Context: an optimization exercise on an open-source flow, tuned for small area and a short achievable clock period. The choices shown serve that exercise and are no tape-out recipe.
Where RTL was checked, it was by simulation tests only, not by an equivalence proof against the original.
No activity file was given, so power comes from the tool's default toggle rates.

==> 02-23: inputs <==
Design welt_rx_flight, start of the top module:
module welt_rx_flight (
    input  wire         clk,
    input  wire         rst,           
    input  wire         cfg_enc,       
    input  wire         in_valid,
    input  wire [255:0] in_data,       
    output reg          s_valid,
    output reg  [2:0]   s_kind,
    output reg          s_fwd,
    output reg          s_hfail,
    output reg          f_valid,
    output reg  [1:0]   f_result,
    output reg          f_crc_ok,
    output reg          f_hdr_ok,
    output reg  [15:0]  f_fseq,
    output wire         f_fill_next,
    output wire [15:0]  f_ack_seq,
    output wire         f_nak,
    output wire [1:0]   f_nak_rpl
);
    localparam [2:0] K_HEADER = 3'd0;
    localparam [2:0] K_DATA   = 3'd1;
    localparam [2:0] K_LINK   = 3'd2;
    localparam [2:0] K_FILL   = 3'd3;
    localparam [2:0] K_TAG    = 3'd4;
    localparam [2:0] K_SEAL   = 3'd5;
    localparam [1:0] R_ACCEPT  = 2'd0;
    localparam [1:0] R_EMPTY   = 2'd1;
    localparam [1:0] R_DISCARD = 2'd2;
    localparam [1:0] R_FAIL    = 2'd3;
    localparam [8:0] MAX_LEN = 9'd320;
    reg         v1;
    reg [255:0] d1;
    always @(posedge clk) begin
        v1 <= in_valid && !rst;
        d1 <= in_data;
    end
    reg [8:0]  rem;         
    reg        rem_nz;      
    reg [8:0]  rem_saved;   
    reg        saved_nz;    
    reg        hfail_seen;
    reg [15:0] ack_seq;
    reg        nak;
    reg [1:0]  nak_rpl;
    reg [1:0]  last_rpl;    
    reg [4:0]  pos;         
    reg        fill_cur;    
    reg        restart;     
    reg [31:0] s;           
    wire [31:0] se = restart ? 32'h9a317c73 : s;    
    wire [31:0] s_next;     
    wire [15:0] hs;         
    wire t0 = d1[181] ^ d1[240];
    wire t1 = se[2] ^ se[23];
    wire t2 = d1[179] ^ d1[195];
    wire t3 = d1[197] ^ se[1];
    wire t4 = se[19] ^ se[24];
  ...
Settings: LEC_CHECK=0, CAP_MARGIN=20, CORE_MARGIN=2, CORE_UTILIZATION=50, SLEW_MARGIN=20; clock period 10.0 ns.
standard.sh (not shown) runs the stock make flow with config.mk's settings and CLKGATE_MAP_FILE= SYNTH_SCRIPT=/design/flow/synth_recipe.tcl, a recipe that flattens the netlist after the stock synthesis.
==> flow/flow/run.sh <==
#!/bin/bash
# Layout flow: the standard ORFS flow (standard.sh, unchanged synthesis),
# with ORFS settings passed through the environment:
#  - the port buffers that ORFS inserts on every input and output are
#    sky130_fd_sc_hd__buf_1 instead of ORFS's default pick (clkdlybuf4s50_1);
#  - ORFS's timing repair works to a setup slack margin of SETUP_SLACK_MARGIN ns;
set -euo pipefail
export BUFFER_PORTS_ARGS="-buffer_cell sky130_fd_sc_hd__buf_1"
export SETUP_SLACK_MARGIN=6.5
export POST_RESIZE_TCL="$(pwd)/flow/post_resize.tcl"
bash standard.sh > standard.log 2>&1
==> flow/flow/post_resize.tcl <==
# ORFS hook after the placement-stage repair_design (3_4_place_resized), before
# detailed placement legalizes: repair setup timing towards the margin too.
log_cmd repair_timing -setup -setup_margin $::env(SETUP_SLACK_MARGIN) -repair_tns 100 -verbose
==> inputs of 06-12, as changes to 02-23 <==
--- a/flow/design.v
+++ b/flow/design.v
@@ -11,11 +11,11 @@
     output reg          f_valid,
     output reg  [1:0]   f_result,
     output reg          f_crc_ok,
     output reg          f_hdr_ok,
     output reg  [15:0]  f_fseq,
-    output wire         f_fill_next,
+    output reg          f_fill_next,
     output wire [15:0]  f_ack_seq,
     output wire         f_nak,
     output wire [1:0]   f_nak_rpl
 );
     localparam [2:0] K_HEADER = 3'd0;
@@ -39,10 +39,11 @@
     reg        rem_nz;      
     reg [8:0]  rem_saved;   
     reg        saved_nz;    
     reg        hfail_seen;
     reg [15:0] ack_seq;
+    reg [15:0] ack_seq_p1;  
     reg        nak;
     reg [1:0]  nak_rpl;
     reg [1:0]  last_rpl;    
     reg [4:0]  pos;         
     reg        fill_cur;    
@@ -956,22 +957,23 @@
     wire is_fill = (pos == 5'd0) && fill_cur;
     wire is_tag  = (pos == 5'd30) && cfg_enc;
     reg        v2;
     reg        seal2, fill2, tag2;
     reg [15:0] hs2;         
-    reg [8:0]  len2;        
+    reg [21:0] f2;          
+    reg        fn2;         
     reg        empty2;      
     reg        link2;       
     reg        lenz2;       
     reg        lenover2;    
     reg        eq0_2;       
     reg        acc2;        
     reg [1:0]  rpl2;        
     wire [15:0] d_fseq  = d1[15:0];
     wire [1:0]  d_rpl   = d1[38:37];
     wire        d_empty = d1[152];
-    wire        d_eq1   = (d_fseq == ack_seq + 16'd1);
+    wire        d_eq1   = (d_fseq == ack_seq_p1);
     wire        d_acc   = !d_empty && d_eq1 && (!nak || d_rpl != nak_rpl);
     always @(posedge clk) begin
         if (rst) begin
             pos      <= 5'd0;
             fill_cur <= 1'b0;
@@ -981,30 +983,30 @@
             v2 <= v1;
             if (v1) begin
                 pos     <= pos + 5'd1;
                 restart <= is_seal || is_fill;
                 s       <= s_next;
-                if (is_seal) begin
+                if (is_seal)
                     fill_cur <= d1[35];
-                    f_fseq   <= d_fseq;
-                end
             end
         end
         seal2  <= is_seal;
         fill2  <= is_fill;
         tag2   <= is_tag;
         hs2    <= hs ^ 16'ha53d;
-        len2   <= d1[21:13];
+        f2     <= d1[21:0];
+        fn2    <= d1[35];
         rpl2     <= d_rpl;
         empty2   <= d_empty;
         link2    <= (d1[10:0] == 11'h7FF);
         lenz2    <= (d1[21:13] == 9'd0);
         lenover2 <= (d1[21:13] > MAX_LEN);
         eq0_2    <= (d_fseq == ack_seq);
         acc2     <= d_acc;
     end
-    wire [8:0]  hdr_len  = len2;
+    wire [8:0]  hdr_len  = f2[21:13];
+    wire [15:0] fseq     = f2[15:0];
     wire        hbad2    = (hs2 != 16'd0);
     reg [2:0] kind;
     always @* begin
         if (seal2)              kind = K_SEAL;
         else if (fill2)         kind = K_FILL;
@@ -1039,10 +1041,11 @@
             rem_nz     <= 1'b0;
             rem_saved  <= 9'd0;
             saved_nz   <= 1'b0;
             hfail_seen <= 1'b0;
             ack_seq    <= 16'hFFFF;
+            ack_seq_p1 <= 16'h0000;
             nak        <= 1'b0;
             nak_rpl    <= 2'd0;
             last_rpl   <= 2'd0;
             s_valid    <= 1'b0;
             f_valid    <= 1'b0;
@@ -1063,11 +1066,12 @@
                 end else begin
                     hfail_seen <= 1'b0;
                     if (accept) begin
                         rem_saved  <= rem;
                         saved_nz   <= rem_nz;
-                        ack_seq    <= f_fseq;
+                        ack_seq    <= fseq;
+                        ack_seq_p1 <= fseq + 16'd1;
                         last_rpl   <= rpl2;
                         nak        <= 1'b0;
                     end else begin
                         rem    <= rem_saved;
                         rem_nz <= saved_nz;
@@ -1083,11 +1087,12 @@
         s_fwd       <= fwd;
         s_hfail     <= hfail;
         f_result    <= result;
         f_crc_ok    <= crc_ok;
         f_hdr_ok    <= !hfail_seen;
+        f_fseq      <= fseq;
+        f_fill_next <= fn2;
     end
     assign f_ack_seq = ack_seq;
     assign f_nak     = nak;
     assign f_nak_rpl = nak_rpl;
-    assign f_fill_next = fill_cur;
 endmodule
==> flow/flow/run.sh (replaced) <==
#!/bin/bash
# Layout flow: the standard ORFS flow (standard.sh, unchanged synthesis).
# The only change: the port buffers that ORFS inserts on every input and
# output are sky130_fd_sc_hd__buf_1 instead of ORFS's default pick
# (clkdlybuf4s50_1, a slow delay cell).  Clock, period and I/O constraints
# are the standard flow's own.
set -euo pipefail
export BUFFER_PORTS_ARGS="-buffer_cell sky130_fd_sc_hd__buf_1"
bash standard.sh > standard.log 2>&1
removed: flow/flow/post_resize.tcl
==> impl_results.rst <==
.. list-table::
   :header-rows: 1

   * - Metric
     - Value
   * - Run status
     - stopped before the end
   * - Exit stage
     - placement repair (3_4_place_resized)
   * - Run-stopping error
     - Error: resize.tcl, 39 can't read "::env(SETUP_SLACK_MARGIN)": no such variable
   * - Proportion of synthesized chip area in sequential cells
     - 25.7%
   * - Total number of placement rows
     - 94
That was 02-23.
==> impl_results.rst <==
.. list-table::
   :header-rows: 1

   * - Metric
     - Value
   * - Run status
     - complete, no violations
   * - Post-CTS setup-driven buffer insertion count
     - 0
   * - Layout cell share with drive strength beyond 1
     - 7.89%
   * - Total number of placement rows
     - 92
   * - Proportion of synthesized chip area in sequential cells
     - 28.3%
   * - Worst Hold Depth
     - 0
   * - Cell area power density
     - 386 mW/mm2
That was 06-12.
Only the layout flow was run in 02-23; the RTL was not checked for function there.

========
==> trial 2 <==
Another version of the RTL of welt_rx_flight (not shown whole).
==> flow/design.v (excerpt) <==
module welt_rx_flight (
    input  wire         clk,
    input  wire         rst,           
    input  wire         cfg_enc,       
    input  wire         in_valid,
    input  wire [255:0] in_data,       
    output reg          s_valid,
    output reg  [2:0]   s_kind,
    output reg          s_fwd,
    output reg          s_hfail,
    output reg          f_valid,
    output reg  [1:0]   f_result,
    output reg          f_crc_ok,
    output reg          f_hdr_ok,
    output reg  [15:0]  f_fseq,
    output wire         f_fill_next,
    output wire [15:0]  f_ack_seq,
    output wire         f_nak,
    output wire [1:0]   f_nak_rpl
);
clock: 10.0 ns
lec_check: 0
cap_margin: 20
core_margin: 2
core_utilization: 40
slew_margin: 20
==> flow/flow/run.sh <==
#!/bin/bash
# Layout flow: the standard ORFS flow (standard.sh, unchanged synthesis),
# with two ORFS settings passed through the environment:
#  - the port buffers that ORFS inserts on every input and output are
#    sky130_fd_sc_hd__buf_1 instead of ORFS's default pick (clkdlybuf4s50_1);
set -euo pipefail
export BUFFER_PORTS_ARGS="-buffer_cell sky130_fd_sc_hd__buf_1"
export SETUP_SLACK_MARGIN=6.5
bash standard.sh > standard.log 2>&1
==> inputs of trial 69, as changes to trial 2 <==
Settings changed: CORE_UTILIZATION 40 to 50.
==> inputs of build 89, as changes to trial 2 <==
==> flow/flow/run.sh (replaced) <==
#!/bin/bash
# Layout flow: the standard ORFS flow (standard.sh, unchanged synthesis),
# with ORFS settings passed through the environment:
#  - the port buffers that ORFS inserts on every input and output are
#    sky130_fd_sc_hd__buf_1 instead of ORFS's default pick (clkdlybuf4s50_1);
#  - ORFS's timing repair works to a setup slack margin of SETUP_SLACK_MARGIN ns;
set -euo pipefail
export BUFFER_PORTS_ARGS="-buffer_cell sky130_fd_sc_hd__buf_1"
export SETUP_SLACK_MARGIN=6.5
export POST_RESIZE_TCL="$(pwd)/flow/post_resize.tcl"
bash standard.sh > standard.log 2>&1
==> flow/flow/post_resize.tcl (new file) <==
# ORFS hook at the end of the placement-stage repair_design
# (3_4_place_resized), before detailed placement legalizes the cells:
# the slot register d1 drives the wide XOR networks over long wires, so its
# flip-flops get the next drive strength (same cell type, dfxtp_1 -> dfxtp_2).
set n 0
foreach inst [get_cells {d1[*]*}] {
  if {[get_property [get_lib_cells -of_objects $inst] name] == "sky130_fd_sc_hd__dfxtp_1"} {
    replace_cell $inst sky130_fd_sc_hd__dfxtp_2
    incr n
  }
}
puts "post_resize.tcl: resized $n d1 flip-flops to dfxtp_2"
Settings changed: CORE_UTILIZATION 40 to 50.
==> inputs of trial 49, as changes to trial 2 <==
==> flow/flow/run.sh (replaced) <==
#!/bin/bash
# Layout flow: the standard ORFS flow (standard.sh).  Synthesis is
# standard.sh's, unchanged.  The layout steps after it run the same make
# command with these ORFS settings:
#  - the port buffers that ORFS inserts on every input and output are
#    sky130_fd_sc_hd__buf_1 instead of ORFS's default pick (clkdlybuf4s50_1);
#  - ORFS's timing repair works to a setup slack margin of SETUP_SLACK_MARGIN ns;
set -euo pipefail
export BUFFER_PORTS_ARGS="-buffer_cell sky130_fd_sc_hd__buf_1"
export SETUP_SLACK_MARGIN=6.5
bash standard.sh synth > synth.log 2>&1
sed 's/CLKGATE_MAP_FILE= /CLKGATE_MAP_FILE= MATCH_CELL_FOOTPRINT=0 /' standard.sh > layout.sh
grep -q 'MATCH_CELL_FOOTPRINT=0' layout.sh
bash layout.sh > layout.log 2>&1
Settings changed: CORE_UTILIZATION 40 to 50.
==> run summary <==
item                                                     trial 2        trial 69        build 89        trial 49
Outcome                                           finished clean  finished clean  finished clean  finished clean
Met2 usage                                                 67.1%           74.4%           75.4%           74.4%
Post-layout power                                       0.0139 W        0.0137 W        0.0137 W        0.0138 W
Max-Slew Margin vs Limit                                   17.2%           8.48%           5.25%           10.0%
Well-Tap Cells                                              1030             790             790             790
Power in the clock group                               0.00190 W       0.00184 W       0.00180 W       0.00187 W
Filler instances                                            7446            5428            5407            5400
Critical path buffer and inverter count                        0               0               1               1
Estimated wirelength of the detail-placed design          169 mm          153 mm          154 mm          154 mm
Floorplan row count                                          101              91              91              91
Multi-input gate share of the layout cell area             62.5%           63.3%           62.6%           63.1%
Met3 global-route usage                                    16.7%           34.9%           34.9%           36.0%
Dpl ws                                                   5.44 ns         5.97 ns         6.05 ns         5.97 ns
Final-layout clock-cell area share                         4.69%           4.54%           4.46%           4.64%
Psw                                                    0.00641 W       0.00639 W       0.00643 W       0.00642 W
Comb pwr                                               0.00942 W       0.00934 W       0.00933 W       0.00934 W
Layout clock buffer count                                     65              61              65              62
Starting density of the core                               40.5%           50.3%           50.3%           50.3%

afterwards: timing with drivers on the ports:
In the flow no input, the clock included, has a driving cell. The finished layouts below were timed again as built, in two steps.
Step 1 sets driving cells, clkbuf_16 on the clock port and buf_2 on the other inputs (assumed; they add their load-dependent delay and slew).
Step 2 also shifts input and output timing later by t, the mid clock arrival at the registers, as if the neighbouring blocks saw the same clock.
Three values: ideal, step 1, step 2; two values: the first two.
| run | t (ns) | setup slack, ns | hold WS [ns] | worst setup path after step 2 | worst data-port slew with drivers (ns) |
|---|---|---|---|---|---|
| 06-12 | 0.696 | 5.311 / 5.311 / 5.311 | 0.347 / 0.347 / 0.347 | register to register | 0.07 |
| trial 2 | 0.694 | 6.293 / 6.293 / 6.170 | 0.444 / 0.444 / 0.444 | input to register | 0.11 |
| trial 69 | 0.684 | 6.241 / 6.241 / 6.241 | 0.435 / 0.435 / 0.435 | register to register | 0.07 |
| build 89 | 0.708 | 5.768 / 5.768 / 5.768 | 0.439 / 0.439 / 0.439 | register to register | 0.06 |
| trial 49 | 0.691 | 6.142 / 6.142 / 6.142 | 0.435 / 0.435 / 0.435 | register to register | 0.06 |
After both steps every run listed still meets setup and hold. For trial 2, which loses most, drivers alone change the setup slack by 0.000 ns; drivers and shift together by -0.123 ns.
